From an optimization exercise on the open Yosys and OpenROAD flow, aimed at small area and a short achievable clock period; shortcuts taken in it are not production practice. Only simulation tests tie the RTL to the original design; equivalence was not proved.

==> flow/design.v, too long to show whole: its modules and the start of the top module <==
// module ecc80_codec: 1069 lines
module ecc80_codec (
    input  wire        clk,
    input  wire        rst,
    input  wire        enc_valid_i,
    input  wire [63:0] enc_data_i,
    output reg         enc_valid_o,
    output reg  [15:0] enc_check_o,
    input  wire        dec_valid_i,
    input  wire [79:0] dec_cw_i,
    output reg         dec_valid_o,
    output reg  [63:0] dec_data_o,
    output reg  [15:0] dec_check_o,
    output reg  [1:0]  dec_err_o
);
  // ...
==> flow/flow/run.sh <==
#!/bin/bash
# The standard layout (the standard.sh), with four changes:
#  - synthesis maps the logic with flow/abc_map.script (an area-oriented ABC
#    mapping: dch, map -a, then ABC's own buffering and sizing) in place of
#    ORFS's abc_speed.script. It runs on a copy of ORFS's scripts folder in
#    which only abc_speed.script is replaced; flip-flops are mapped before ABC
#    runs, so the registers are exactly those of the standard synthesis;
#  - synthesis runs without Yosys's extract_fa (ADDER_MAP_FILE empty), so the
#    parity and GF(2^7) logic is not cut into half-adder cells before ABC;
#  - clock tree synthesis runs without dummy loads (-dont_use_dummy_load);
#  - the buffers that buffer_ports puts on every input and output port are
#    sky130_fd_sc_hd__buf_1 instead of the cell OpenROAD picks by default.
# Each make call's whole output goes to its own log in the work folder
# (synth.log, standard.log); ORFS also keeps each step's log under orfs/logs/.
set -euo pipefail
cd "$(dirname "$0")/.."
rm -rf synth_scripts
cp -r "$FLOW_HOME/scripts" synth_scripts
cp flow/abc_map.script synth_scripts/abc_speed.script
bash standard.sh "ADDER_MAP_FILE=" "SCRIPTS_DIR=$PWD/synth_scripts" synth > synth.log 2>&1
bash standard.sh "ADDER_MAP_FILE=" "BUFFER_PORTS_ARGS=-buffer_cell sky130_fd_sc_hd__buf_1" \
    "CTS_ARGS=-sink_clustering_enable -repair_clock_nets -dont_use_dummy_load" finish > standard.log 2>&1
==> flow/flow/abc_map.script <==
strash
dch
map -a
topo
stime -c
buffer -c
upsize -c
dnsize -c
==> flow/standard.sh <==
#!/bin/bash
# synth_recipe.tcl (not shown) runs the flow's synth.tcl, then flattens the netlist and writes it again
# the make line also repeats each setting of config.mk as NAME=value (left out here)
make -C /OpenROAD-flow-scripts/flow DESIGN_CONFIG=/design/flow/config.mk WORK_HOME=/design/flow/orfs CLKGATE_MAP_FILE= SYNTH_SCRIPT=/design/flow/synth_recipe.tcl "${@:-finish}"
==> flow/config.mk <==
export PLATFORM = sky130hd
export DESIGN_NAME = ecc80_codec
export DESIGN_NICKNAME = ecc80_codec
export VERILOG_FILES = /design/flow/design.v
export SDC_FILE = /design/flow/constraint.sdc
export NUM_CORES = 4
export LEC_CHECK = 0
export CAP_MARGIN = 20
export CORE_MARGIN = 2
export CORE_UTILIZATION = 55
export PLACE_DENSITY = 0.7
export SLEW_MARGIN = 70
==> flow/constraint.sdc <==
create_clock -name core_clock -period 22.0 [get_ports {clk}]
set_input_delay 4.4000 -clock core_clock [delete_from_list [all_inputs] [get_ports {clk}]]
set_output_delay 4.4000 -clock core_clock [all_outputs]
set_load 0.01 [all_outputs]
==> flow_summary.json, run 1 <==
{
  "gp_congestion": 1.057,
  "postCtsSetupRepairBufs": 0,
  "die_h_um": 181.5,
  "synth-main-ff-cell": "dfxtp_1",
  "grtUsageTotal_pct": 31.72,
  "min_period_ps": 5734,
  "r2r_start": "s1_q2[2]",
  "ff2ff_path_depth": 23,
  "num-nonclk-buffers": 255,
  "setup_viol_count_final": 0,
  "grt_util_met1_pct": 40.72,
  "synth_area_leaders": "dfxtp_1 39%, xnor2_1 20%, xor2_1 18%, nand2_1 4.7%, nor2_1 3.3%",
  "worstHoldStart": "eq0[14]",
  "pin_count": 248,
  "status": "complete, no violations",
  "area_growth_pct": 16.49,
  "critPathLaunchType": "input port",
  "syn_area_per_cell_um2": 9.088,
  "clock-sinks": 336,
  "grt_max_degree": 32,
  "busiest_layer": "met2",
  "die_x_um": 181.5,
  "antenna_found_initial": 6,
  "grt_pass1_wl_mm": 79.88
}
==> run 2, diff against run 1 <==
==> flow/design.v (replaced) <==
module ecc80_codec (
    input  wire        clk,
    input  wire        rst,
    input  wire        enc_valid_i,
    input  wire [63:0] enc_data_i,
    output reg         enc_valid_o,
    output reg  [15:0] enc_check_o,
    input  wire        dec_valid_i,
    input  wire [79:0] dec_cw_i,
    output reg         dec_valid_o,
    output reg  [63:0] dec_data_o,
    output reg  [15:0] dec_check_o,
    output reg  [1:0]  dec_err_o
);
    wire [235:0] exa;
    assign exa[0] = enc_data_i[11] ^ enc_data_i[57];
    assign exa[1] = enc_data_i[44] ^ exa[0];
    assign exa[2] = enc_data_i[24] ^ enc_data_i[29];
    assign exa[3] = enc_data_i[6] ^ enc_data_i[31];
    assign exa[4] = enc_data_i[25] ^ enc_data_i[47];
    assign exa[5] = enc_data_i[43] ^ enc_data_i[45];
    assign exa[6] = enc_data_i[30] ^ exa[4];
    assign exa[7] = enc_data_i[1] ^ enc_data_i[10];
    assign exa[8] = enc_data_i[22] ^ enc_data_i[63];
    assign exa[9] = enc_data_i[13] ^ enc_data_i[46];
    assign exa[10] = enc_data_i[12] ^ enc_data_i[48];
    assign exa[11] = enc_data_i[19] ^ enc_data_i[21];
    assign exa[12] = enc_data_i[4] ^ enc_data_i[9];
    assign exa[13] = enc_data_i[26] ^ exa[1];
    assign exa[14] = enc_data_i[5] ^ enc_data_i[60];
    assign exa[15] = enc_data_i[23] ^ enc_data_i[40];
    assign exa[16] = enc_data_i[49] ^ enc_data_i[62];
    assign exa[17] = enc_data_i[32] ^ exa[13];
    assign exa[18] = enc_data_i[50] ^ enc_data_i[53];
    assign exa[19] = enc_data_i[0] ^ enc_data_i[38];
    assign exa[20] = exa[5] ^ exa[10];
    assign exa[21] = enc_data_i[41] ^ exa[9];
    assign exa[22] = enc_data_i[18] ^ enc_data_i[20];
    assign exa[23] = enc_data_i[2] ^ enc_data_i[3];
    assign exa[24] = enc_data_i[27] ^ enc_data_i[58];
    assign exa[25] = exa[2] ^ exa[6];
    assign exa[26] = enc_data_i[17] ^ enc_data_i[52];
    assign exa[27] = enc_data_i[54] ^ exa[8];
    assign exa[28] = enc_data_i[39] ^ exa[12];
    assign exa[29] = enc_data_i[28] ^ enc_data_i[42];
    assign exa[30] = enc_data_i[35] ^ exa[14];
    assign exa[31] = enc_data_i[55] ^ exa[11];
    assign exa[32] = enc_data_i[51] ^ enc_data_i[59];
    assign exa[33] = exa[3] ^ exa[18];
    assign exa[34] = exa[7] ^ exa[15];
    assign exa[35] = enc_data_i[33] ^ exa[24];
    assign exa[36] = enc_data_i[56] ^ exa[22];
    assign exa[37] = exa[19] ^ exa[27];
    assign exa[38] = exa[17] ^ exa[29];
    assign exa[39] = enc_data_i[61] ^ exa[20];
    assign exa[40] = enc_data_i[15] ^ exa[16];
    assign exa[41] = exa[26] ^ exa[28];
    assign exa[42] = enc_data_i[14] ^ exa[23];
    assign exa[43] = enc_data_i[36] ^ exa[35];
    assign exa[44] = enc_data_i[16] ^ exa[32];
    assign exa[45] = exa[21] ^ exa[40];
    assign exa[46] = exa[37] ^ exa[41];
    assign exa[47] = enc_data_i[34] ^ enc_data_i[56];
    assign exa[48] = enc_data_i[7] ^ exa[44];
    assign exa[49] = enc_data_i[2] ^ exa[25];
    assign exa[50] = exa[31] ^ exa[43];
    assign exa[51] = enc_data_i[8] ^ exa[36];
    assign exa[52] = exa[30] ^ exa[34];
    assign exa[54] = enc_data_i[37] ^ exa[45];
    assign exa[55] = exa[39] ^ exa[42];
    assign exa[56] = enc_data_i[51] ^ exa[26];
    assign exa[57] = enc_data_i[34] ^ enc_data_i[59];
    assign exa[58] = enc_data_i[55] ^ exa[49];
    assign exa[59] = enc_data_i[6] ^ exa[7];
    assign exa[60] = enc_data_i[24] ^ enc_data_i[26];
    assign exa[61] = enc_data_i[19] ^ enc_data_i[50];
    assign exa[62] = enc_data_i[29] ^ exa[11];
    assign exa[63] = enc_data_i[36] ^ exa[61];
    assign exa[64] = enc_data_i[31] ^ enc_data_i[46];
    assign exa[65] = exa[3] ^ exa[6];
    assign exa[66] = enc_data_i[7] ^ enc_data_i[39];
    assign exa[67] = exa[25] ^ exa[64];
    assign exa[68] = exa[33] ^ exa[50];
    assign exa[69] = enc_data_i[8] ^ enc_data_i[11];
    assign exa[70] = enc_data_i[3] ^ enc_data_i[25];
    assign exa[71] = enc_data_i[63] ^ exa[55];
    assign exa[72] = exa[8] ^ exa[18];
    assign exa[73] = exa[21] ^ exa[39];
    assign exa[74] = enc_data_i[58] ^ exa[72];
    assign exa[75] = enc_data_i[10] ^ enc_data_i[41];
    assign exa[76] = enc_data_i[0] ^ enc_data_i[48];
    assign exa[77] = enc_data_i[5] ^ enc_data_i[38];
    assign exa[79] = enc_data_i[12] ^ exa[69];
    assign exa[80] = enc_data_i[23] ^ enc_data_i[49];
    assign exa[82] = enc_data_i[32] ^ exa[2];
    assign exa[83] = exa[47] ^ exa[75];
    assign exa[84] = enc_data_i[16] ^ exa[63];
    assign exa[85] = exa[48] ^ exa[54];
    assign exa[86] = enc_data_i[21] ^ exa[9];
    assign exa[87] = exa[57] ^ exa[86];
    assign exa[88] = enc_data_i[13] ^ enc_data_i[47];
    assign exa[89] = enc_data_i[37] ^ exa[59];
    assign exa[90] = exa[66] ^ exa[77];
    assign exa[92] = enc_data_i[1] ^ exa[37];
    assign exa[93] = exa[17] ^ exa[80];
    assign exa[94] = enc_data_i[7] ^ enc_data_i[20];
    assign exa[95] = exa[0] ^ exa[12];
    assign exa[96] = exa[16] ^ exa[19];
    assign exa[97] = exa[94] ^ exa[35];
    assign exa[98] = exa[56] ^ exa[62];
    assign exa[99] = exa[95] ^ exa[96];
    assign exa[100] = exa[89] ^ exa[97];
    assign exa[101] = exa[98] ^ exa[99];
    assign exa[102] = exa[100] ^ exa[101];
    assign exa[104] = enc_data_i[4] ^ enc_data_i[28];
    assign exa[105] = enc_data_i[30] ^ enc_data_i[44];
    assign exa[106] = enc_data_i[52] ^ exa[7];
    assign exa[107] = exa[22] ^ exa[23];
    assign exa[108] = exa[104] ^ exa[105];
    assign exa[109] = exa[40] ^ exa[79];
    assign exa[110] = exa[90] ^ exa[106];
    assign exa[111] = exa[107] ^ exa[108];
    assign exa[112] = exa[74] ^ exa[87];
    assign exa[113] = exa[109] ^ exa[110];
    assign exa[114] = exa[111] ^ exa[112];
    assign exa[116] = enc_data_i[45] ^ exa[15];
    assign exa[117] = exa[88] ^ exa[27];
    assign exa[118] = exa[28] ^ exa[30];
    assign exa[119] = exa[33] ^ exa[42];
    assign exa[120] = exa[44] ^ exa[62];
    assign exa[121] = exa[79] ^ exa[116];
    assign exa[122] = exa[117] ^ exa[118];
    assign exa[123] = exa[119] ^ exa[120];
    assign exa[124] = exa[121] ^ exa[122];
    assign exa[126] = enc_data_i[2] ^ enc_data_i[30];
    assign exa[127] = exa[0] ^ exa[5];
    assign exa[128] = exa[14] ^ exa[15];
    assign exa[129] = exa[126] ^ exa[82];
    assign exa[130] = exa[127] ^ exa[128];
    assign exa[131] = exa[129] ^ exa[130];
    assign exa[132] = exa[50] ^ exa[54];
    assign exa[133] = exa[92] ^ exa[131];
    assign exa[135] = enc_data_i[22] ^ enc_data_i[23];
    assign exa[136] = enc_data_i[27] ^ enc_data_i[50];
    assign exa[137] = exa[5] ^ exa[16];
    assign exa[138] = exa[29] ^ exa[76];
    assign exa[139] = exa[135] ^ exa[136];
    assign exa[140] = exa[1] ^ exa[31];
    assign exa[141] = exa[83] ^ exa[137];
    assign exa[142] = exa[138] ^ exa[139];
    assign exa[143] = exa[41] ^ exa[48];
    assign exa[144] = exa[140] ^ exa[141];
    assign exa[145] = exa[142] ^ exa[67];
    assign exa[146] = exa[143] ^ exa[144];
    assign exa[148] = enc_data_i[49] ^ exa[20];
    assign exa[149] = exa[56] ^ exa[74];
    assign exa[150] = exa[148] ^ exa[67];
    assign exa[153] = enc_data_i[9] ^ enc_data_i[18];
    assign exa[154] = enc_data_i[52] ^ enc_data_i[54];
    assign exa[155] = exa[11] ^ exa[32];
    assign exa[156] = exa[153] ^ exa[154];
    assign exa[157] = exa[33] ^ exa[155];
    assign exa[158] = exa[156] ^ exa[43];
    assign exa[159] = exa[157] ^ exa[49];
    assign exa[160] = exa[73] ^ exa[158];
    assign exa[163] = enc_data_i[60] ^ enc_data_i[61];
    assign exa[164] = exa[12] ^ exa[163];
    assign exa[165] = exa[33] ^ exa[164];
    assign exa[166] = exa[87] ^ exa[165];
    assign exa[167] = exa[92] ^ exa[166];
    assign exa[170] = enc_data_i[37] ^ exa[30];
    assign exa[171] = exa[31] ^ exa[36];
    assign exa[172] = exa[65] ^ exa[170];
    assign exa[173] = exa[171] ^ exa[46];
    assign exa[176] = enc_data_i[22] ^ enc_data_i[32];
    assign exa[177] = enc_data_i[45] ^ enc_data_i[57];
    assign exa[178] = enc_data_i[61] ^ exa[10];
    assign exa[179] = exa[60] ^ exa[176];
    assign exa[180] = exa[177] ^ exa[34];
    assign exa[181] = exa[36] ^ exa[90];
    assign exa[182] = exa[178] ^ exa[179];
    assign exa[183] = exa[180] ^ exa[181];
    assign exa[184] = exa[182] ^ exa[183];
    assign exa[186] = enc_data_i[8] ^ enc_data_i[14];
    assign exa[187] = enc_data_i[28] ^ enc_data_i[59];
    assign exa[188] = exa[47] ^ exa[70];
    assign exa[189] = exa[186] ^ exa[187];
    assign exa[190] = exa[34] ^ exa[82];
    assign exa[191] = exa[188] ^ exa[189];
    assign exa[192] = exa[190] ^ exa[191];
    assign exa[193] = exa[46] ^ exa[73];
    assign exa[195] = enc_data_i[14] ^ enc_data_i[18];
    assign exa[196] = enc_data_i[33] ^ enc_data_i[42];
    assign exa[197] = enc_data_i[53] ^ exa[195];
    assign exa[198] = exa[196] ^ exa[28];
    assign exa[199] = exa[197] ^ exa[13];
    assign exa[200] = exa[45] ^ exa[52];
    assign exa[201] = exa[198] ^ exa[199];
    assign exa[204] = enc_data_i[5] ^ enc_data_i[11];
    assign exa[205] = enc_data_i[15] ^ enc_data_i[40];
    assign exa[206] = enc_data_i[42] ^ enc_data_i[54];
    assign exa[207] = exa[24] ^ exa[60];
    assign exa[208] = exa[204] ^ exa[205];
    assign exa[209] = exa[206] ^ exa[83];
    assign exa[210] = exa[207] ^ exa[208];
    assign exa[211] = exa[65] ^ exa[84];
    assign exa[212] = exa[209] ^ exa[210];
    assign exa[213] = exa[211] ^ exa[212];
    assign exa[215] = enc_data_i[4] ^ enc_data_i[20];
    assign exa[216] = enc_data_i[27] ^ enc_data_i[35];
    assign exa[217] = enc_data_i[55] ^ exa[3];
    assign exa[218] = exa[10] ^ exa[70];
    assign exa[219] = exa[215] ^ exa[216];
    assign exa[220] = exa[217] ^ exa[218];
    assign exa[221] = exa[219] ^ exa[220];
    assign exa[224] = enc_data_i[9] ^ enc_data_i[51];
    assign exa[225] = enc_data_i[61] ^ enc_data_i[62];
    assign exa[226] = exa[14] ^ exa[23];
    assign exa[227] = exa[76] ^ exa[88];
    assign exa[228] = exa[224] ^ exa[225];
    assign exa[229] = exa[226] ^ exa[227];
    assign exa[230] = exa[228] ^ exa[84];
    assign exa[231] = exa[89] ^ exa[229];
    assign exa[232] = exa[230] ^ exa[231];
    assign exa[234] = enc_data_i[34] ^ exa[25];
    assign exa[235] = exa[46] ^ exa[55];
    reg         enc_v1;
    reg  [35:0] enc_q;
    always @(posedge clk) begin
        enc_v1 <= enc_valid_i & ~rst;
        enc_q[0] <= enc_data_i[17];
        enc_q[1] <= enc_data_i[43];
        enc_q[2] <= exa[38];
        enc_q[3] <= exa[51];
        enc_q[4] <= exa[52];
        enc_q[5] <= exa[58];
        enc_q[6] <= exa[68];
        enc_q[7] <= exa[71];
        enc_q[8] <= exa[85];
        enc_q[9] <= exa[93];
        enc_q[10] <= exa[102];
        enc_q[11] <= exa[113];
        enc_q[12] <= exa[114];
        enc_q[13] <= exa[123];
        enc_q[14] <= exa[124];
        enc_q[15] <= exa[132];
        enc_q[16] <= exa[133];
        enc_q[17] <= exa[145];
        enc_q[18] <= exa[146];
        enc_q[19] <= exa[149];
        enc_q[20] <= exa[150];
        enc_q[21] <= exa[159];
        enc_q[22] <= exa[160];
        enc_q[23] <= exa[167];
        enc_q[24] <= exa[172];
        enc_q[25] <= exa[173];
        enc_q[26] <= exa[184];
        enc_q[27] <= exa[192];
        enc_q[28] <= exa[193];
        enc_q[29] <= exa[200];
        enc_q[30] <= exa[201];
        enc_q[31] <= exa[213];
        enc_q[32] <= exa[221];
        enc_q[33] <= exa[232];
        enc_q[34] <= exa[234];
        enc_q[35] <= exa[235];
    end
    wire [28:0] exb;
    assign exb[0] = enc_q[2] ^ enc_q[3];
    assign exb[1] = enc_q[0] ^ enc_q[2];
    assign exb[2] = enc_q[4] ^ exb[0];
    assign exb[3] = enc_q[1] ^ exb[1];
    assign exb[4] = enc_q[7] ^ enc_q[10];
    assign exb[5] = enc_q[11] ^ enc_q[12];
    assign exb[6] = enc_q[13] ^ enc_q[14];
    assign exb[7] = enc_q[15] ^ enc_q[16];
    assign exb[8] = enc_q[17] ^ enc_q[18];
    assign exb[9] = enc_q[19] ^ enc_q[20];
    assign exb[10] = exb[9] ^ exb[2];
    assign exb[11] = enc_q[9] ^ enc_q[21];
    assign exb[12] = enc_q[22] ^ exb[11];
    assign exb[13] = enc_q[5] ^ enc_q[23];
    assign exb[14] = exb[13] ^ exb[3];
    assign exb[15] = enc_q[24] ^ enc_q[9];
    assign exb[16] = enc_q[25] ^ exb[15];
    assign exb[17] = enc_q[6] ^ enc_q[26];
    assign exb[18] = enc_q[27] ^ enc_q[28];
    assign exb[19] = enc_q[29] ^ enc_q[5];
    assign exb[20] = enc_q[30] ^ exb[19];
    assign exb[21] = enc_q[7] ^ enc_q[31];
    assign exb[22] = enc_q[32] ^ enc_q[8];
    assign exb[23] = exb[22] ^ exb[3];
    assign exb[24] = enc_q[33] ^ exb[0];
    assign exb[25] = enc_q[34] ^ enc_q[6];
    assign exb[26] = enc_q[8] ^ enc_q[35];
    assign exb[27] = exb[25] ^ exb[26];
    assign exb[28] = exb[2] ^ exb[27];
    wire [15:0] enc_chk;
    assign enc_chk[0] = ~exb[4];
    assign enc_chk[1] = exb[5];
    assign enc_chk[2] = ~exb[6];
    assign enc_chk[3] = exb[7];
    assign enc_chk[4] = ~exb[8];
    assign enc_chk[5] = ~exb[10];
    assign enc_chk[6] = exb[12];
    assign enc_chk[7] = exb[14];
    assign enc_chk[8] = ~exb[16];
    assign enc_chk[9] = exb[17];
    assign enc_chk[10] = exb[18];
    assign enc_chk[11] = ~exb[20];
    assign enc_chk[12] = ~exb[21];
    assign enc_chk[13] = exb[23];
    assign enc_chk[14] = exb[24];
    assign enc_chk[15] = ~exb[28];
    always @(posedge clk) begin
        enc_valid_o <= enc_v1 & ~rst;
        enc_check_o <= enc_chk;
    end
    function [6:0] gf_mul;
        input [6:0] a;
        input [6:0] b;
        reg   [12:0] p;
        integer i;
        begin
            p = 13'd0;
            for (i = 0; i < 7; i = i + 1)
                if (b[i]) p = p ^ ({6'd0, a} << i);
            for (i = 12; i >= 7; i = i - 1)
                if (p[i]) p = p ^ (13'h89 << (i - 7));
            gf_mul = p[6:0];
        end
    endfunction
    function pos_ok;
        input [6:0] x;
        begin
            case (x)
                7'd1, 7'd2, 7'd3, 7'd4, 7'd5, 7'd6, 7'd8, 7'd9, 7'd10, 7'd11,
                7'd12, 7'd16, 7'd18, 7'd20, 7'd22, 7'd24, 7'd25, 7'd27, 7'd29, 7'd31,
                7'd32, 7'd35, 7'd36, 7'd37, 7'd39, 7'd40, 7'd41, 7'd43, 7'd44, 7'd45,
                7'd47, 7'd48, 7'd50, 7'd51, 7'd53, 7'd54, 7'd55, 7'd57, 7'd58, 7'd61,
                7'd62, 7'd64, 7'd65, 7'd69, 7'd70, 7'd72, 7'd73, 7'd74, 7'd75, 7'd78,
                7'd80, 7'd81, 7'd82, 7'd83, 7'd85, 7'd86, 7'd87, 7'd88, 7'd90, 7'd93,
                7'd94, 7'd95, 7'd96, 7'd97, 7'd100, 7'd102, 7'd106, 7'd107, 7'd108, 7'd109,
                7'd110, 7'd111, 7'd113, 7'd114, 7'd115, 7'd116, 7'd122, 7'd124, 7'd125: pos_ok = 1'b1;
                default: pos_ok = 1'b0;
            endcase
        end
    endfunction
    function pos_chk;
        input [6:0] x;
        begin
            case (x)
                7'd1, 7'd2, 7'd4, 7'd8, 7'd9, 7'd16, 7'd18, 7'd25, 7'd32, 7'd36, 7'd50, 7'd64, 7'd65, 7'd72, 7'd100: pos_chk = 1'b1;
                default: pos_chk = 1'b0;
            endcase
        end
    endfunction
    function [6:0] inv_cube;
        input [6:0] x;
        begin
            case (x)
                7'd0: inv_cube = 7'd0;
                7'd1: inv_cube = 7'd1;
                7'd2: inv_cube = 7'd17;
                7'd3: inv_cube = 7'd24;
                7'd4: inv_cube = 7'd19;
                7'd5: inv_cube = 7'd82;
                7'd6: inv_cube = 7'd3;
                7'd7: inv_cube = 7'd122;
                7'd8: inv_cube = 7'd49;
                7'd9: inv_cube = 7'd56;
                7'd10: inv_cube = 7'd40;
                7'd11: inv_cube = 7'd33;
                7'd12: inv_cube = 7'd51;
                7'd13: inv_cube = 7'd4;
                7'd14: inv_cube = 7'd45;
                7'd15: inv_cube = 7'd71;
                7'd16: inv_cube = 7'd23;
                7'd17: inv_cube = 7'd36;
                7'd18: inv_cube = 7'd7;
                7'd19: inv_cube = 7'd88;
                7'd20: inv_cube = 7'd5;
                7'd21: inv_cube = 7'd44;
                7'd22: inv_cube = 7'd21;
                7'd23: inv_cube = 7'd96;
                7'd24: inv_cube = 7'd53;
                7'd25: inv_cube = 7'd30;
                7'd26: inv_cube = 7'd68;
                7'd27: inv_cube = 7'd100;
                7'd28: inv_cube = 7'd80;
                7'd29: inv_cube = 7'd46;
                7'd30: inv_cube = 7'd127;
                7'd31: inv_cube = 7'd103;
                7'd32: inv_cube = 7'd117;
                7'd33: inv_cube = 7'd18;
                7'd34: inv_cube = 7'd64;
                7'd35: inv_cube = 7'd115;
                7'd36: inv_cube = 7'd119;
                7'd37: inv_cube = 7'd38;
                7'd38: inv_cube = 7'd11;
                7'd39: inv_cube = 7'd47;
                7'd40: inv_cube = 7'd85;
                7'd41: inv_cube = 7'd124;
                7'd42: inv_cube = 7'd65;
                7'd43: inv_cube = 7'd2;
                7'd44: inv_cube = 7'd87;
                7'd45: inv_cube = 7'd58;
                7'd46: inv_cube = 7'd12;
                7'd47: inv_cube = 7'd110;
                7'd48: inv_cube = 7'd83;
                7'd49: inv_cube = 7'd93;
                7'd50: inv_cube = 7'd101;
                7'd51: inv_cube = 7'd86;
                7'd52: inv_cube = 7'd76;
                7'd53: inv_cube = 7'd62;
                7'd54: inv_cube = 7'd72;
                7'd55: inv_cube = 7'd66;
                7'd56: inv_cube = 7'd10;
                7'd57: inv_cube = 7'd90;
                7'd58: inv_cube = 7'd99;
                7'd59: inv_cube = 7'd79;
                7'd60: inv_cube = 7'd120;
                7'd61: inv_cube = 7'd81;
                7'd62: inv_cube = 7'd123;
                7'd63: inv_cube = 7'd31;
                7'd64: inv_cube = 7'd91;
                7'd65: inv_cube = 7'd26;
                7'd66: inv_cube = 7'd32;
                7'd67: inv_cube = 7'd28;
                7'd68: inv_cube = 7'd8;
                7'd69: inv_cube = 7'd73;
                7'd70: inv_cube = 7'd61;
                7'd71: inv_cube = 7'd111;
                7'd72: inv_cube = 7'd121;
                7'd73: inv_cube = 7'd22;
                7'd74: inv_cube = 7'd98;
                7'd75: inv_cube = 7'd14;
                7'd76: inv_cube = 7'd50;
                7'd77: inv_cube = 7'd109;
                7'd78: inv_cube = 7'd114;
                7'd79: inv_cube = 7'd54;
                7'd80: inv_cube = 7'd95;
                7'd81: inv_cube = 7'd16;
                7'd82: inv_cube = 7'd75;
                7'd83: inv_cube = 7'd70;
                7'd84: inv_cube = 7'd25;
                7'd85: inv_cube = 7'd39;
                7'd86: inv_cube = 7'd34;
                7'd87: inv_cube = 7'd106;
                7'd88: inv_cube = 7'd125;
                7'd89: inv_cube = 7'd92;
                7'd90: inv_cube = 7'd37;
                7'd91: inv_cube = 7'd113;
                7'd92: inv_cube = 7'd69;
                7'd93: inv_cube = 7'd29;
                7'd94: inv_cube = 7'd107;
                7'd95: inv_cube = 7'd52;
                7'd96: inv_cube = 7'd57;
                7'd97: inv_cube = 7'd112;
                7'd98: inv_cube = 7'd94;
                7'd99: inv_cube = 7'd43;
                7'd100: inv_cube = 7'd89;
                7'd101: inv_cube = 7'd105;
                7'd102: inv_cube = 7'd108;
                7'd103: inv_cube = 7'd78;
                7'd104: inv_cube = 7'd77;
                7'd105: inv_cube = 7'd55;
                7'd106: inv_cube = 7'd97;
                7'd107: inv_cube = 7'd59;
                7'd108: inv_cube = 7'd9;
                7'd109: inv_cube = 7'd20;
                7'd110: inv_cube = 7'd42;
                7'd111: inv_cube = 7'd102;
                7'd112: inv_cube = 7'd35;
                7'd113: inv_cube = 7'd67;
                7'd114: inv_cube = 7'd41;
                7'd115: inv_cube = 7'd6;
                7'd116: inv_cube = 7'd63;
                7'd117: inv_cube = 7'd74;
                7'd118: inv_cube = 7'd126;
                7'd119: inv_cube = 7'd84;
                7'd120: inv_cube = 7'd15;
                7'd121: inv_cube = 7'd118;
                7'd122: inv_cube = 7'd27;
                7'd123: inv_cube = 7'd104;
                7'd124: inv_cube = 7'd60;
                7'd125: inv_cube = 7'd48;
                7'd126: inv_cube = 7'd116;
                7'd127: inv_cube = 7'd13;
                default: inv_cube = 7'd0;
            endcase
        end
    endfunction
    wire [79:0] raw = dec_cw_i ^ 80'h99350000000000000000;
    wire [271:0] sxa;
    assign sxa[0] = dec_cw_i[40] ^ dec_cw_i[60];
    assign sxa[1] = dec_cw_i[9] ^ dec_cw_i[36];
    assign sxa[2] = dec_cw_i[57] ^ sxa[0];
    assign sxa[3] = dec_cw_i[10] ^ dec_cw_i[61];
    assign sxa[4] = dec_cw_i[23] ^ dec_cw_i[35];
    assign sxa[5] = dec_cw_i[8] ^ dec_cw_i[42];
    assign sxa[6] = dec_cw_i[12] ^ dec_cw_i[41];
    assign sxa[7] = dec_cw_i[43] ^ sxa[2];
    assign sxa[8] = dec_cw_i[44] ^ dec_cw_i[58];
    assign sxa[9] = dec_cw_i[4] ^ dec_cw_i[56];
    assign sxa[10] = dec_cw_i[18] ^ dec_cw_i[46];
    assign sxa[11] = dec_cw_i[37] ^ sxa[1];
    assign sxa[12] = dec_cw_i[45] ^ dec_cw_i[59];
    assign sxa[13] = dec_cw_i[15] ^ dec_cw_i[22];
    assign sxa[14] = dec_cw_i[11] ^ dec_cw_i[25];
    assign sxa[15] = dec_cw_i[6] ^ dec_cw_i[54];
    assign sxa[16] = dec_cw_i[2] ^ dec_cw_i[73];
    assign sxa[17] = dec_cw_i[16] ^ sxa[4];
    assign sxa[18] = dec_cw_i[34] ^ sxa[13];
    assign sxa[19] = dec_cw_i[5] ^ dec_cw_i[53];
    assign sxa[20] = dec_cw_i[1] ^ dec_cw_i[24];
    assign sxa[21] = sxa[3] ^ sxa[8];
    assign sxa[22] = dec_cw_i[31] ^ sxa[6];
    assign sxa[23] = dec_cw_i[30] ^ sxa[7];
    assign sxa[24] = dec_cw_i[62] ^ sxa[5];
    assign sxa[25] = dec_cw_i[52] ^ sxa[9];
    assign sxa[26] = dec_cw_i[71] ^ dec_cw_i[74];
    assign sxa[27] = dec_cw_i[14] ^ dec_cw_i[33];
    assign sxa[28] = dec_cw_i[72] ^ sxa[20];
    assign sxa[29] = dec_cw_i[55] ^ sxa[11];
    assign sxa[30] = dec_cw_i[13] ^ sxa[17];
    assign sxa[31] = sxa[10] ^ sxa[16];
    assign sxa[32] = dec_cw_i[17] ^ dec_cw_i[63];
    assign sxa[33] = dec_cw_i[38] ^ dec_cw_i[77];
    assign sxa[34] = dec_cw_i[3] ^ dec_cw_i[51];
    assign sxa[35] = dec_cw_i[32] ^ dec_cw_i[76];
    assign sxa[36] = dec_cw_i[69] ^ dec_cw_i[78];
    assign sxa[37] = dec_cw_i[19] ^ sxa[21];
    assign sxa[38] = sxa[19] ^ sxa[34];
    assign sxa[39] = dec_cw_i[27] ^ sxa[12];
    assign sxa[40] = dec_cw_i[26] ^ dec_cw_i[75];
    assign sxa[41] = dec_cw_i[21] ^ sxa[14];
    assign sxa[42] = sxa[24] ^ sxa[39];
    assign sxa[43] = dec_cw_i[7] ^ sxa[28];
    assign sxa[44] = dec_cw_i[39] ^ sxa[18];
    assign sxa[45] = dec_cw_i[47] ^ sxa[31];
    assign sxa[46] = dec_cw_i[0] ^ sxa[29];
    assign sxa[47] = sxa[15] ^ sxa[33];
    assign sxa[48] = dec_cw_i[48] ^ sxa[26];
    assign sxa[49] = sxa[23] ^ sxa[46];
    assign sxa[50] = sxa[25] ^ sxa[44];
    assign sxa[51] = sxa[35] ^ sxa[43];
    assign sxa[52] = dec_cw_i[29] ^ sxa[27];
    assign sxa[53] = sxa[30] ^ sxa[42];
    assign sxa[54] = dec_cw_i[20] ^ sxa[40];
    assign sxa[55] = dec_cw_i[70] ^ sxa[41];
    assign sxa[56] = dec_cw_i[49] ^ sxa[54];
    assign sxa[57] = sxa[32] ^ sxa[50];
    assign sxa[58] = dec_cw_i[28] ^ sxa[53];
    assign sxa[60] = sxa[36] ^ sxa[37];
    assign sxa[61] = dec_cw_i[67] ^ sxa[48];
    assign sxa[62] = sxa[47] ^ sxa[52];
    assign sxa[63] = dec_cw_i[50] ^ sxa[22];
    assign sxa[64] = sxa[10] ^ sxa[18];
    assign sxa[65] = dec_cw_i[59] ^ sxa[38];
    assign sxa[67] = sxa[37] ^ sxa[51];
    assign sxa[68] = dec_cw_i[72] ^ sxa[36];
    assign sxa[69] = dec_cw_i[24] ^ sxa[7];
    assign sxa[70] = dec_cw_i[28] ^ sxa[22];
    assign sxa[71] = sxa[27] ^ sxa[55];
    assign sxa[72] = dec_cw_i[33] ^ sxa[9];
    assign sxa[73] = dec_cw_i[66] ^ sxa[62];
    assign sxa[74] = dec_cw_i[52] ^ sxa[60];
    assign sxa[75] = dec_cw_i[67] ^ dec_cw_i[76];
    assign sxa[76] = dec_cw_i[43] ^ dec_cw_i[49];
    assign sxa[77] = sxa[45] ^ sxa[61];
    assign sxa[78] = dec_cw_i[19] ^ sxa[14];
    assign sxa[80] = dec_cw_i[71] ^ sxa[15];
    assign sxa[81] = dec_cw_i[65] ^ sxa[68];
    assign sxa[82] = dec_cw_i[13] ^ dec_cw_i[39];
    assign sxa[83] = dec_cw_i[25] ^ sxa[45];
    assign sxa[84] = dec_cw_i[50] ^ sxa[64];
    assign sxa[85] = dec_cw_i[77] ^ sxa[12];
    assign sxa[86] = dec_cw_i[21] ^ sxa[5];
    assign sxa[87] = dec_cw_i[10] ^ sxa[69];
    assign sxa[88] = dec_cw_i[60] ^ sxa[32];
    assign sxa[89] = dec_cw_i[35] ^ dec_cw_i[78];
    assign sxa[91] = dec_cw_i[26] ^ sxa[6];
    assign sxa[92] = dec_cw_i[65] ^ sxa[51];
    assign sxa[93] = dec_cw_i[66] ^ sxa[26];
    assign sxa[94] = dec_cw_i[31] ^ sxa[30];
    assign sxa[95] = dec_cw_i[9] ^ sxa[23];
    assign sxa[96] = dec_cw_i[73] ^ sxa[93];
    assign sxa[97] = dec_cw_i[8] ^ dec_cw_i[22];
    assign sxa[98] = dec_cw_i[3] ^ dec_cw_i[27];
    assign sxa[99] = dec_cw_i[58] ^ sxa[25];
    assign sxa[100] = dec_cw_i[0] ^ sxa[80];
    assign sxa[101] = sxa[11] ^ sxa[76];
    assign sxa[103] = dec_cw_i[11] ^ sxa[19];
    assign sxa[104] = dec_cw_i[46] ^ dec_cw_i[61];
    assign sxa[107] = dec_cw_i[64] ^ sxa[55];
    assign sxa[108] = sxa[56] ^ sxa[63];
    assign sxa[109] = sxa[60] ^ sxa[73];
    assign sxa[110] = sxa[77] ^ sxa[107];
    assign sxa[115] = dec_cw_i[64] ^ dec_cw_i[68];
    assign sxa[116] = dec_cw_i[70] ^ dec_cw_i[75];
    assign sxa[117] = dec_cw_i[77] ^ dec_cw_i[79];
    assign sxa[118] = sxa[75] ^ sxa[115];
    assign sxa[119] = sxa[116] ^ sxa[117];
    assign sxa[120] = sxa[118] ^ sxa[119];
    assign sxa[121] = sxa[81] ^ sxa[96];
    assign sxa[122] = sxa[120] ^ sxa[121];
    assign sxa[123] = dec_cw_i[7] ^ dec_cw_i[29];
    assign sxa[124] = dec_cw_i[36] ^ dec_cw_i[47];
    assign sxa[125] = dec_cw_i[64] ^ dec_cw_i[78];
    assign sxa[126] = sxa[0] ^ sxa[40];
    assign sxa[127] = sxa[123] ^ sxa[124];
    assign sxa[128] = sxa[125] ^ sxa[21];
    assign sxa[129] = sxa[22] ^ sxa[126];
    assign sxa[130] = sxa[127] ^ sxa[100];
    assign sxa[131] = sxa[128] ^ sxa[129];
    assign sxa[132] = sxa[50] ^ sxa[53];
    assign sxa[133] = sxa[130] ^ sxa[131];
    assign sxa[135] = dec_cw_i[14] ^ dec_cw_i[41];
    assign sxa[136] = dec_cw_i[48] ^ sxa[32];
    assign sxa[137] = sxa[104] ^ sxa[135];
    assign sxa[138] = sxa[103] ^ sxa[136];
    assign sxa[139] = sxa[137] ^ sxa[138];
    assign sxa[141] = dec_cw_i[15] ^ dec_cw_i[56];
    assign sxa[142] = sxa[20] ^ sxa[141];
    assign sxa[143] = sxa[21] ^ sxa[24];
    assign sxa[144] = sxa[88] ^ sxa[142];
    assign sxa[145] = sxa[70] ^ sxa[101];
    assign sxa[146] = sxa[143] ^ sxa[144];
    assign sxa[147] = sxa[73] ^ sxa[83];
    assign sxa[148] = sxa[145] ^ sxa[146];
    assign sxa[150] = dec_cw_i[18] ^ dec_cw_i[32];
    assign sxa[151] = dec_cw_i[38] ^ dec_cw_i[63];
    assign sxa[152] = dec_cw_i[75] ^ sxa[4];
    assign sxa[153] = sxa[15] ^ sxa[97];
    assign sxa[154] = sxa[98] ^ sxa[150];
    assign sxa[155] = sxa[151] ^ sxa[78];
    assign sxa[156] = sxa[152] ^ sxa[153];
    assign sxa[157] = sxa[154] ^ sxa[61];
    assign sxa[158] = sxa[63] ^ sxa[99];
    assign sxa[159] = sxa[155] ^ sxa[156];
    assign sxa[160] = sxa[157] ^ sxa[158];
    assign sxa[163] = dec_cw_i[38] ^ dec_cw_i[42];
    assign sxa[164] = dec_cw_i[57] ^ dec_cw_i[68];
    assign sxa[165] = sxa[82] ^ sxa[163];
    assign sxa[166] = sxa[164] ^ sxa[72];
    assign sxa[167] = sxa[165] ^ sxa[29];
    assign sxa[168] = sxa[56] ^ sxa[65];
    assign sxa[169] = sxa[70] ^ sxa[166];
    assign sxa[170] = sxa[167] ^ sxa[168];
    assign sxa[173] = dec_cw_i[5] ^ dec_cw_i[20];
    assign sxa[174] = dec_cw_i[34] ^ dec_cw_i[37];
    assign sxa[175] = dec_cw_i[50] ^ dec_cw_i[69];
    assign sxa[176] = sxa[16] ^ sxa[35];
    assign sxa[177] = sxa[82] ^ sxa[173];
    assign sxa[178] = sxa[174] ^ sxa[175];
    assign sxa[179] = sxa[41] ^ sxa[176];
    assign sxa[180] = sxa[177] ^ sxa[178];
    assign sxa[181] = sxa[42] ^ sxa[62];
    assign sxa[182] = sxa[99] ^ sxa[179];
    assign sxa[183] = sxa[180] ^ sxa[181];
    assign sxa[186] = dec_cw_i[6] ^ dec_cw_i[7];
    assign sxa[187] = dec_cw_i[28] ^ dec_cw_i[55];
    assign sxa[188] = dec_cw_i[63] ^ dec_cw_i[74];
    assign sxa[189] = sxa[8] ^ sxa[33];
    assign sxa[190] = sxa[89] ^ sxa[104];
    assign sxa[191] = sxa[186] ^ sxa[187];
    assign sxa[192] = sxa[188] ^ sxa[91];
    assign sxa[193] = sxa[189] ^ sxa[190];
    assign sxa[194] = sxa[191] ^ sxa[44];
    assign sxa[195] = sxa[65] ^ sxa[192];
    assign sxa[196] = sxa[193] ^ sxa[71];
    assign sxa[197] = sxa[194] ^ sxa[195];
    assign sxa[200] = dec_cw_i[32] ^ dec_cw_i[41];
    assign sxa[201] = dec_cw_i[64] ^ sxa[200];
    assign sxa[202] = sxa[2] ^ sxa[38];
    assign sxa[203] = sxa[48] ^ sxa[86];
    assign sxa[204] = sxa[201] ^ sxa[202];
    assign sxa[205] = sxa[203] ^ sxa[83];
    assign sxa[206] = sxa[94] ^ sxa[204];
    assign sxa[209] = dec_cw_i[62] ^ dec_cw_i[68];
    assign sxa[210] = dec_cw_i[72] ^ sxa[209];
    assign sxa[211] = sxa[17] ^ sxa[47];
    assign sxa[212] = sxa[103] ^ sxa[210];
    assign sxa[213] = sxa[211] ^ sxa[212];
    assign sxa[214] = sxa[84] ^ sxa[213];
    assign sxa[217] = dec_cw_i[12] ^ dec_cw_i[37];
    assign sxa[218] = dec_cw_i[51] ^ dec_cw_i[53];
    assign sxa[219] = sxa[3] ^ sxa[13];
    assign sxa[220] = sxa[33] ^ sxa[217];
    assign sxa[221] = sxa[218] ^ sxa[28];
    assign sxa[222] = sxa[54] ^ sxa[72];
    assign sxa[223] = sxa[78] ^ sxa[219];
    assign sxa[224] = sxa[220] ^ sxa[221];
    assign sxa[225] = sxa[222] ^ sxa[223];
    assign sxa[226] = sxa[77] ^ sxa[224];
    assign sxa[229] = dec_cw_i[17] ^ dec_cw_i[44];
    assign sxa[230] = dec_cw_i[51] ^ dec_cw_i[62];
    assign sxa[231] = sxa[1] ^ sxa[12];
    assign sxa[232] = sxa[97] ^ sxa[229];
    assign sxa[233] = sxa[230] ^ sxa[31];
    assign sxa[234] = sxa[231] ^ sxa[232];
    assign sxa[235] = sxa[56] ^ sxa[81];
    assign sxa[236] = sxa[100] ^ sxa[233];
    assign sxa[237] = sxa[234] ^ sxa[71];
    assign sxa[238] = sxa[94] ^ sxa[235];
    assign sxa[242] = dec_cw_i[20] ^ dec_cw_i[70];
    assign sxa[243] = sxa[34] ^ sxa[242];
    assign sxa[244] = sxa[85] ^ sxa[243];
    assign sxa[245] = sxa[43] ^ sxa[45];
    assign sxa[246] = sxa[63] ^ sxa[244];
    assign sxa[247] = sxa[245] ^ sxa[246];
    assign sxa[250] = dec_cw_i[1] ^ dec_cw_i[18];
    assign sxa[251] = dec_cw_i[54] ^ dec_cw_i[57];
    assign sxa[252] = dec_cw_i[60] ^ dec_cw_i[71];
    assign sxa[253] = sxa[3] ^ sxa[75];
    assign sxa[254] = sxa[89] ^ sxa[250];
    assign sxa[255] = sxa[251] ^ sxa[252];
    assign sxa[256] = sxa[52] ^ sxa[85];
    assign sxa[257] = sxa[86] ^ sxa[253];
    assign sxa[258] = sxa[254] ^ sxa[255];
    assign sxa[259] = sxa[101] ^ sxa[256];
    assign sxa[260] = sxa[257] ^ sxa[258];
    assign sxa[261] = sxa[259] ^ sxa[260];
    assign sxa[263] = dec_cw_i[14] ^ dec_cw_i[45];
    assign sxa[264] = dec_cw_i[47] ^ dec_cw_i[52];
    assign sxa[265] = sxa[98] ^ sxa[263];
    assign sxa[266] = sxa[264] ^ sxa[88];
    assign sxa[267] = sxa[91] ^ sxa[265];
    assign sxa[268] = sxa[55] ^ sxa[96];
    assign sxa[269] = sxa[266] ^ sxa[267];
    assign sxa[270] = sxa[46] ^ sxa[84];
    assign sxa[271] = sxa[268] ^ sxa[269];
    wire [37:0] pc;
    assign pc[0] = sxa[38];
    assign pc[1] = sxa[49];
    assign pc[2] = sxa[57];
    assign pc[3] = sxa[58];
    assign pc[4] = sxa[67];
    assign pc[5] = sxa[74];
    assign pc[6] = sxa[87];
    assign pc[7] = sxa[92];
    assign pc[8] = sxa[95];
    assign pc[9] = sxa[108];
    assign pc[10] = sxa[109];
    assign pc[11] = sxa[110];
    assign pc[12] = sxa[122];
    assign pc[13] = sxa[132];
    assign pc[14] = sxa[133];
    assign pc[15] = sxa[139];
    assign pc[16] = sxa[147];
    assign pc[17] = sxa[148];
    assign pc[18] = sxa[159];
    assign pc[19] = sxa[160];
    assign pc[20] = sxa[169];
    assign pc[21] = sxa[170];
    assign pc[22] = sxa[182];
    assign pc[23] = sxa[183];
    assign pc[24] = sxa[196];
    assign pc[25] = sxa[197];
    assign pc[26] = sxa[205];
    assign pc[27] = sxa[206];
    assign pc[28] = sxa[214];
    assign pc[29] = sxa[225];
    assign pc[30] = sxa[226];
    assign pc[31] = sxa[236];
    assign pc[32] = sxa[237];
    assign pc[33] = sxa[238];
    assign pc[34] = sxa[247];
    assign pc[35] = sxa[261];
    assign pc[36] = sxa[270];
    assign pc[37] = sxa[271];
    reg  v_q1;
    reg  [79:0] r_q1;
    reg  [37:0] pc_q1;
    always @(posedge clk) begin
        v_q1 <= dec_valid_i & ~rst;
        r_q1 <= dec_cw_i;
        pc_q1 <= pc;
    end
    wire [35:0] sxb;
    assign sxb[0] = r_q1[68] ^ pc_q1[2];
    assign sxb[1] = pc_q1[1] ^ pc_q1[3];
    assign sxb[2] = pc_q1[0] ^ sxb[0];
    assign sxb[3] = r_q1[4] ^ pc_q1[5];
    assign sxb[4] = r_q1[2] ^ pc_q1[1];
    assign sxb[5] = r_q1[23] ^ pc_q1[4];
    assign sxb[6] = sxb[1] ^ pc_q1[7];
    assign sxb[7] = pc_q1[9] ^ pc_q1[10];
    assign sxb[8] = pc_q1[11] ^ sxb[7];
    assign sxb[9] = sxb[2] ^ sxb[6];
    assign sxb[10] = sxb[8] ^ sxb[9];
    assign sxb[11] = pc_q1[13] ^ pc_q1[14];
    assign sxb[12] = pc_q1[15] ^ sxb[6];
    assign sxb[13] = pc_q1[16] ^ pc_q1[17];
    assign sxb[14] = pc_q1[18] ^ pc_q1[19];
    assign sxb[15] = sxb[4] ^ sxb[14];
    assign sxb[16] = pc_q1[20] ^ pc_q1[21];
    assign sxb[17] = sxb[5] ^ sxb[16];
    assign sxb[18] = pc_q1[22] ^ pc_q1[6];
    assign sxb[19] = pc_q1[23] ^ sxb[18];
    assign sxb[20] = pc_q1[8] ^ pc_q1[24];
    assign sxb[21] = pc_q1[25] ^ sxb[20];
    assign sxb[22] = pc_q1[26] ^ pc_q1[27];
    assign sxb[23] = sxb[3] ^ sxb[22];
    assign sxb[24] = pc_q1[28] ^ sxb[3];
    assign sxb[25] = sxb[4] ^ sxb[24];
    assign sxb[26] = pc_q1[29] ^ pc_q1[3];
    assign sxb[27] = pc_q1[30] ^ sxb[26];
    assign sxb[28] = pc_q1[31] ^ pc_q1[6];
    assign sxb[29] = pc_q1[32] ^ pc_q1[33];
    assign sxb[30] = sxb[28] ^ sxb[29];
    assign sxb[31] = pc_q1[8] ^ pc_q1[34];
    assign sxb[32] = sxb[0] ^ sxb[31];
    assign sxb[33] = pc_q1[35] ^ sxb[2];
    assign sxb[34] = pc_q1[36] ^ pc_q1[37];
    assign sxb[35] = sxb[5] ^ sxb[34];
    wire       sp = ~sxb[10];
    wire       t  = pc_q1[12];
    wire [6:0] s1, s3;
    assign s1[0] = sxb[11];
    assign s1[1] = sxb[12];
    assign s1[2] = ~sxb[13];
    assign s1[3] = ~sxb[15];
    assign s1[4] = sxb[17];
    assign s1[5] = sxb[19];
    assign s1[6] = sxb[21];
    assign s3[0] = sxb[23];
    assign s3[1] = ~sxb[25];
    assign s3[2] = sxb[27];
    assign s3[3] = ~sxb[30];
    assign s3[4] = sxb[32];
    assign s3[5] = sxb[33];
    assign s3[6] = ~sxb[35];
    wire [6:0] wv = gf_mul(s3, inv_cube(s1));
    wire       clean = ~sp & (s1 == 7'd0) & (s3 == 7'd0);
    wire       wunit = (wv == 7'd1);
    wire       wtr   = wv[0];
    wire [6:0] y;
    assign y[0] = 1'b0;
    assign y[1] = wv[2] ^ wv[3] ^ wv[4] ^ wv[6];
    assign y[2] = wv[3] ^ wv[4] ^ wv[6];
    assign y[3] = wv[5] ^ wv[6];
    assign y[4] = wv[1] ^ wv[2] ^ wv[4];
    assign y[5] = wv[3] ^ wv[5] ^ wv[6];
    assign y[6] = wv[3] ^ wv[6];
    reg  v_q2;
    reg  [79:0] r_q2;
    reg  sp_q2;
    reg  t_q2;
    reg  [6:0] s1_q2;
    reg  clean_q2;
    reg  wunit_q2;
    reg  wtr_q2;
    reg  [6:0] y_q2;
    always @(posedge clk) begin
        v_q2 <= v_q1 & ~rst;
        r_q2 <= r_q1;
        sp_q2 <= sp;
        t_q2 <= t;
        s1_q2 <= s1;
        clean_q2 <= clean;
        wunit_q2 <= wunit;
        wtr_q2 <= wtr;
        y_q2 <= y;
    end
    wire [6:0] x1 = gf_mul(s1_q2, y_q2);
    wire [6:0] x2 = x1 ^ s1_q2;
    wire ok1 = pos_ok(x1);
    wire ok2 = pos_ok(x2);
    wire ch1 = pos_chk(x1);
    wire ch2 = pos_chk(x2);
    wire one = sp_q2 & wunit_q2 & ok2;
    wire two = ~sp_q2 & ~clean_q2 & wtr_q2 & ok1 & ok2 & (t_q2 == (ch1 ^ ch2));
    wire fix = one | two;
    wire [79:0] flip;
    assign flip[79] = (clean_q2 & t_q2) | (one & (t_q2 ^ ch2));
    wire [15:0] h1, h2;
    wire [7:0]  l1, l2;
    assign h1[0] = (x1[6:3] == 4'd0);
    assign h2[0] = (x2[6:3] == 4'd0);
    assign h1[1] = (x1[6:3] == 4'd1);
    assign h2[1] = (x2[6:3] == 4'd1);
    assign h1[2] = (x1[6:3] == 4'd2);
    assign h2[2] = (x2[6:3] == 4'd2);
    assign h1[3] = (x1[6:3] == 4'd3);
    assign h2[3] = (x2[6:3] == 4'd3);
    assign h1[4] = (x1[6:3] == 4'd4);
    assign h2[4] = (x2[6:3] == 4'd4);
    assign h1[5] = (x1[6:3] == 4'd5);
    assign h2[5] = (x2[6:3] == 4'd5);
    assign h1[6] = (x1[6:3] == 4'd6);
    assign h2[6] = (x2[6:3] == 4'd6);
    assign h1[7] = (x1[6:3] == 4'd7);
    assign h2[7] = (x2[6:3] == 4'd7);
    assign h1[8] = (x1[6:3] == 4'd8);
    assign h2[8] = (x2[6:3] == 4'd8);
    assign h1[9] = (x1[6:3] == 4'd9);
    assign h2[9] = (x2[6:3] == 4'd9);
    assign h1[10] = (x1[6:3] == 4'd10);
    assign h2[10] = (x2[6:3] == 4'd10);
    assign h1[11] = (x1[6:3] == 4'd11);
    assign h2[11] = (x2[6:3] == 4'd11);
    assign h1[12] = (x1[6:3] == 4'd12);
    assign h2[12] = (x2[6:3] == 4'd12);
    assign h1[13] = (x1[6:3] == 4'd13);
    assign h2[13] = (x2[6:3] == 4'd13);
    assign h1[14] = (x1[6:3] == 4'd14);
    assign h2[14] = (x2[6:3] == 4'd14);
    assign h1[15] = (x1[6:3] == 4'd15);
    assign h2[15] = (x2[6:3] == 4'd15);
    assign l1[0] = fix & (x1[2:0] == 3'd0);
    assign l2[0] = fix & (x2[2:0] == 3'd0);
    assign l1[1] = fix & (x1[2:0] == 3'd1);
    assign l2[1] = fix & (x2[2:0] == 3'd1);
    assign l1[2] = fix & (x1[2:0] == 3'd2);
    assign l2[2] = fix & (x2[2:0] == 3'd2);
    assign l1[3] = fix & (x1[2:0] == 3'd3);
    assign l2[3] = fix & (x2[2:0] == 3'd3);
    assign l1[4] = fix & (x1[2:0] == 3'd4);
    assign l2[4] = fix & (x2[2:0] == 3'd4);
    assign l1[5] = fix & (x1[2:0] == 3'd5);
    assign l2[5] = fix & (x2[2:0] == 3'd5);
    assign l1[6] = fix & (x1[2:0] == 3'd6);
    assign l2[6] = fix & (x2[2:0] == 3'd6);
    assign l1[7] = fix & (x1[2:0] == 3'd7);
    assign l2[7] = fix & (x2[2:0] == 3'd7);
    assign flip[64] = (h1[0] & l1[1]) | (h2[0] & l2[1]);
    assign flip[65] = (h1[0] & l1[2]) | (h2[0] & l2[2]);
    assign flip[66] = (h1[0] & l1[4]) | (h2[0] & l2[4]);
    assign flip[67] = (h1[1] & l1[0]) | (h2[1] & l2[0]);
    assign flip[68] = (h1[2] & l1[0]) | (h2[2] & l2[0]);
    assign flip[69] = (h1[4] & l1[0]) | (h2[4] & l2[0]);
    assign flip[70] = (h1[8] & l1[0]) | (h2[8] & l2[0]);
    assign flip[71] = (h1[1] & l1[1]) | (h2[1] & l2[1]);
    assign flip[72] = (h1[2] & l1[2]) | (h2[2] & l2[2]);
    assign flip[73] = (h1[4] & l1[4]) | (h2[4] & l2[4]);
    assign flip[74] = (h1[9] & l1[0]) | (h2[9] & l2[0]);
    assign flip[75] = (h1[3] & l1[1]) | (h2[3] & l2[1]);
    assign flip[76] = (h1[6] & l1[2]) | (h2[6] & l2[2]);
    assign flip[77] = (h1[12] & l1[4]) | (h2[12] & l2[4]);
    assign flip[78] = (h1[8] & l1[1]) | (h2[8] & l2[1]);
    assign flip[0] = (h1[1] & l1[3]) | (h2[1] & l2[3]);
    assign flip[1] = (h1[2] & l1[6]) | (h2[2] & l2[6]);
    assign flip[2] = (h1[5] & l1[4]) | (h2[5] & l2[4]);
    assign flip[3] = (h1[11] & l1[0]) | (h2[11] & l2[0]);
    assign flip[4] = (h1[7] & l1[1]) | (h2[7] & l2[1]);
    assign flip[5] = (h1[14] & l1[2]) | (h2[14] & l2[2]);
    assign flip[6] = (h1[13] & l1[5]) | (h2[13] & l2[5]);
    assign flip[7] = (h1[10] & l1[3]) | (h2[10] & l2[3]);
    assign flip[8] = (h1[5] & l1[7]) | (h2[5] & l2[7]);
    assign flip[9] = (h1[11] & l1[6]) | (h2[11] & l2[6]);
    assign flip[10] = (h1[6] & l1[5]) | (h2[6] & l2[5]);
    assign flip[11] = (h1[13] & l1[2]) | (h2[13] & l2[2]);
    assign flip[12] = (h1[11] & l1[5]) | (h2[11] & l2[5]);
    assign flip[13] = (h1[6] & l1[3]) | (h2[6] & l2[3]);
    assign flip[14] = (h1[12] & l1[6]) | (h2[12] & l2[6]);
    assign flip[15] = (h1[8] & l1[5]) | (h2[8] & l2[5]);
    assign flip[16] = (h1[0] & l1[3]) | (h2[0] & l2[3]);
    assign flip[17] = (h1[0] & l1[6]) | (h2[0] & l2[6]);
    assign flip[18] = (h1[1] & l1[4]) | (h2[1] & l2[4]);
    assign flip[19] = (h1[3] & l1[0]) | (h2[3] & l2[0]);
    assign flip[20] = (h1[6] & l1[0]) | (h2[6] & l2[0]);
    assign flip[21] = (h1[12] & l1[0]) | (h2[12] & l2[0]);
    assign flip[22] = (h1[9] & l1[1]) | (h2[9] & l2[1]);
    assign flip[23] = (h1[3] & l1[3]) | (h2[3] & l2[3]);
    assign flip[24] = (h1[6] & l1[6]) | (h2[6] & l2[6]);
    assign flip[25] = (h1[13] & l1[4]) | (h2[13] & l2[4]);
    assign flip[26] = (h1[10] & l1[1]) | (h2[10] & l2[1]);
    assign flip[27] = (h1[5] & l1[3]) | (h2[5] & l2[3]);
    assign flip[28] = (h1[10] & l1[6]) | (h2[10] & l2[6]);
    assign flip[29] = (h1[4] & l1[5]) | (h2[4] & l2[5]);
    assign flip[30] = (h1[9] & l1[2]) | (h2[9] & l2[2]);
    assign flip[31] = (h1[3] & l1[5]) | (h2[3] & l2[5]);
    assign flip[32] = (h1[7] & l1[2]) | (h2[7] & l2[2]);
    assign flip[33] = (h1[14] & l1[4]) | (h2[14] & l2[4]);
    assign flip[34] = (h1[12] & l1[1]) | (h2[12] & l2[1]);
    assign flip[35] = (h1[9] & l1[3]) | (h2[9] & l2[3]);
    assign flip[36] = (h1[3] & l1[7]) | (h2[3] & l2[7]);
    assign flip[37] = (h1[7] & l1[6]) | (h2[7] & l2[6]);
    assign flip[38] = (h1[15] & l1[4]) | (h2[15] & l2[4]);
    assign flip[39] = (h1[14] & l1[1]) | (h2[14] & l2[1]);
    assign flip[40] = (h1[13] & l1[3]) | (h2[13] & l2[3]);
    assign flip[41] = (h1[11] & l1[7]) | (h2[11] & l2[7]);
    assign flip[42] = (h1[6] & l1[7]) | (h2[6] & l2[7]);
    assign flip[43] = (h1[13] & l1[6]) | (h2[13] & l2[6]);
    assign flip[44] = (h1[10] & l1[5]) | (h2[10] & l2[5]);
    assign flip[45] = (h1[4] & l1[3]) | (h2[4] & l2[3]);
    assign flip[46] = (h1[8] & l1[6]) | (h2[8] & l2[6]);
    assign flip[47] = (h1[0] & l1[5]) | (h2[0] & l2[5]);
    assign flip[48] = (h1[1] & l1[2]) | (h2[1] & l2[2]);
    assign flip[49] = (h1[2] & l1[4]) | (h2[2] & l2[4]);
    assign flip[50] = (h1[5] & l1[0]) | (h2[5] & l2[0]);
    assign flip[51] = (h1[10] & l1[0]) | (h2[10] & l2[0]);
    assign flip[52] = (h1[5] & l1[1]) | (h2[5] & l2[1]);
    assign flip[53] = (h1[10] & l1[2]) | (h2[10] & l2[2]);
    assign flip[54] = (h1[5] & l1[5]) | (h2[5] & l2[5]);
    assign flip[55] = (h1[11] & l1[2]) | (h2[11] & l2[2]);
    assign flip[56] = (h1[7] & l1[5]) | (h2[7] & l2[5]);
    assign flip[57] = (h1[15] & l1[2]) | (h2[15] & l2[2]);
    assign flip[58] = (h1[15] & l1[5]) | (h2[15] & l2[5]);
    assign flip[59] = (h1[14] & l1[3]) | (h2[14] & l2[3]);
    assign flip[60] = (h1[13] & l1[7]) | (h2[13] & l2[7]);
    assign flip[61] = (h1[10] & l1[7]) | (h2[10] & l2[7]);
    assign flip[62] = (h1[4] & l1[7]) | (h2[4] & l2[7]);
    assign flip[63] = (h1[9] & l1[6]) | (h2[9] & l2[6]);
    wire [1:0] err;
    assign err = clean_q2 ? {1'b0, t_q2} : one ? {t_q2 ^ ch2, ~(t_q2 ^ ch2)} : two ? 2'd2 : 2'd3;
    always @(posedge clk) begin
        dec_valid_o <= v_q2 & ~rst;
        {dec_check_o, dec_data_o} <= r_q2 ^ flip;
        dec_err_o   <= err;
    end
endmodule
==> flow_summary.json, run 2 <==
{
  "final_common_cell": "dfxtp_1",
  "first_pass_iters": 6,
  "worst_path_max_delay_cell": "xnor2_1",
  "layout.nets": 2188,
  "drtIter0Drc": 1724,
  "yosysMostFrequentCell": "xor2_1",
  "drc": 0,
  "core_mm2": 0.02980,
  "synth-seq-cells": 355,
  "gp_congestion": 1.016,
  "die_area_mm2": 0.03181,
  "min_period_ps": 5963,
  "syn_inst": 1763,
  "tightest_slew_ps": 491.6,
  "clockRootBuffer": "clkbuf_16",
  "diodes": 0,
  "vias_per_cell": 5.448,
  "synth-main-ff-cell": "dfxtp_1",
  "finClkSkew_ps": 76.16,
  "period_share_pct": 27.10,
  "hold_violations": 0,
  "pin_count": 248,
  "fmax_mhz": 167.7,
  "postCtsSetupRepairBufs": 0,
  "setup_viol_count_final": 0,
  "dp_hpwl_mm": 40.62,
  "dpl-instance-area_mm2": 0.01835,
  "netlist.area_leader.share_pct": 42.50,
  "area_growth_pct": 16.43,
  "clock-sinks": 355,
  "die_x_um": 178.4,
  "final_core_util_pct": 65.34,
  "wl_per_cell_um": 20.88,
  "required_ps": 22410,
  "portBuffers": 247,
  "yosys_warnings": 1,
  "clk_pin_slew_ps": 60,
  "gr-total-overflow": 0,
  "endpoint_kind": "flop",
  "ctsHtreeMaxLevel": 2,
  "ant_nets": 0,
  "syn_area_per_cell_um2": 9.485,
  "critPathKind": "in -> reg",
  "drv_slew": 0,
  "cts_hold_buf": 0,
  "cts_tree": "done",
  "rows": 63,
  "grt_pass1_wl_mm": 74.00,
  "vias": 13230,
  "synth.distinct_cells": 54,
  "critPathLaunchType": "input port",
  "cts_buffer_depth": 3,
  "grtUsageTotal_pct": 31.22,
  "cp_num_buf_inv": 1,
  "cp_max_fo": 4,
  "slew_headroom_pct": 67.23,
  "max_stage_delay_ps": 440,
  "mostFrequentLayoutCells": "354 x dfxtp_1, 344 x xor2_1, 280 x xnor2_1",
  "syn_nets": 1911,
  "wl_mm": 50.70,
  "yosysSeqAreaShare_pct": 42.50,
  "cts_resized": 0,
  "synth_commonest_cells": "358 x xor2_1, 355 x dfxtp_1, 308 x xnor2_1",
  "cap_viol_max_count": 0,
  "initial_core_util_pct": 56.12,
  "synth_edf_count": 0,
  "clock_latency_ps": 540,
  "design_area_mm2": 0.01947,
  "grt_pass1_vias": 12400,
  "rsz0062_at_grt": "no",
  "die_h_um": 178.4,
  "cp_top_family": "XOR/XNOR gates",
  "synth_area_mm2": 0.01672,
  "drive_gt1_share_pct": 9.814,
  "tns_ps": 0,
  "cp_cell_sequence": "buf_1 -> xnor2_1 -> xor2_1 -> xnor2_1 -> xor2_2 -> xor2_1",
  "async_flop_share_pct": 0,
  "antenna_found_initial": 2,
  "hold_path_class": "reg -> reg",
  "yosysTopAreaCell": "dfxtp_1",
  "cp.arrival_ps": 6370,
  "status": "complete, no violations",
  "numCtsBuffers": 35,
  "synth_area_leaders": "dfxtp_1 42%, xor2_1 19%, xnor2_1 16%, nand2_1 4.2%, o22ai_1 3.1%",
  "grt_max_degree": 28
}
run 2: changes by cell type after synthesis, moves of 5 or more:
cell | before | now
buf_4 | 0 | 8
o21ai_1 | 2 | 12
nor2_1 | 153 | 115
nand3_1 | 27 | 22
nor3_1 | 6 | 24
buf_2 | 10 | 1
or2_2 | 26 | 10
xor2_1 | 350 | 358
inv_1 | 89 | 71
nand2_1 | 218 | 185
nand2_2 | 18 | 10
dfxtp_1 | 336 | 355
xnor2_1 | 390 | 308
run 2: per-layer routing:
layer | vias up | routed length (µm) | GRT usage, %
met1 | 6242 | 22580 | 45.22
met5 | - | 0 | 0
li1 | 6190 | - | -
met4 | 0 | 1223 | 7.724
met2 | 694 | 22700 | 48.81
met3 | 101 | 4199 | 4.689
run 2: worst reg2reg max path, delay by kind of cell (launching register included):
family	cells	cell delay, ps
and+or+nand+nor	11	1760
AOI/OAI and AO/OA	4	770
buffers and inverters	10	1560
DFF	1	490
xor gates and xnor gates	5	1000
run 2: path summary, 6_finish.rpt:
path	cells past startpoint	slack [ps]	start	end
worst min register to register	0	310	r_q1[18]	r_q2[18]
worst max-delay path	6	16040	dec_cw_i[60]	pc_q1[8]
worst max register to register	30	16370	s1_q2[6]	dec_data_o[31]
worst min-delay path	0	310	r_q1[18]	r_q2[18]
run 2: cell type report:
type                    instances  area (µm²)
inverters                      95       366.6
fillers                      2512       10330
well taps                     390       488.0
multi-input cells            1293        9622
clock buffers                  35       875.8
flip-flops and latches        355        7108
repair buffers                260        1010
run 2: stage by stage:
stage	setup WS [ps]	hold WS (ps)	cells
5_1_grt	15940	314.8	2428
6_report	16040	311.6	2428
3_3_place_gp	15470	309.7	2383
4_1_cts	16140	310.5	2427
3_5_place_dp	15610	312.1	2392
2_1_floorplan	16290	309.6	1763
run 2: cells by family (layout without fill, tap and decap cells):
family | count (synthesis) | after routing | synth area share, %
xor+xnor | 671 | 671 | 35.44
simple gates | 414 | 414 | 11.30
flops | 355 | 355 | 42.50
compound gates | 208 | 208 | 7.827
buf+inv | 115 | 390 | 2.941

## static timing again, ports no longer ideal
The results above use ideal ports. As a check the final layouts listed here were re-extracted and re-timed, cells and wires unchanged.
Step 1, drivers: a clkbuf_16 drives clk and a buf_2 each remaining input, both assumed.
Step 2 adds t to the input delays and takes it off the output delays; t is the mean of the earliest and latest rising clock arrival at the registers after step 1. Input paths then give back, and output paths get back, about the clock's delay inside the block.
Slacks: no drivers / after step 1 / after step 2; pairs: no drivers / after step 1.
run	shift t [ns]	setup WS [ns]	worst data-port slew with drivers (ns)
run 1	0.525	16.266 / 16.285 / 15.760	0.09
run 2	0.540	16.037 / 16.065 / 15.524	0.07
After both steps every run listed still meets setup and hold. The setup slack of run 2, which loses most, moves by +0.028 ns with the drivers and by -0.513 ns with both steps.
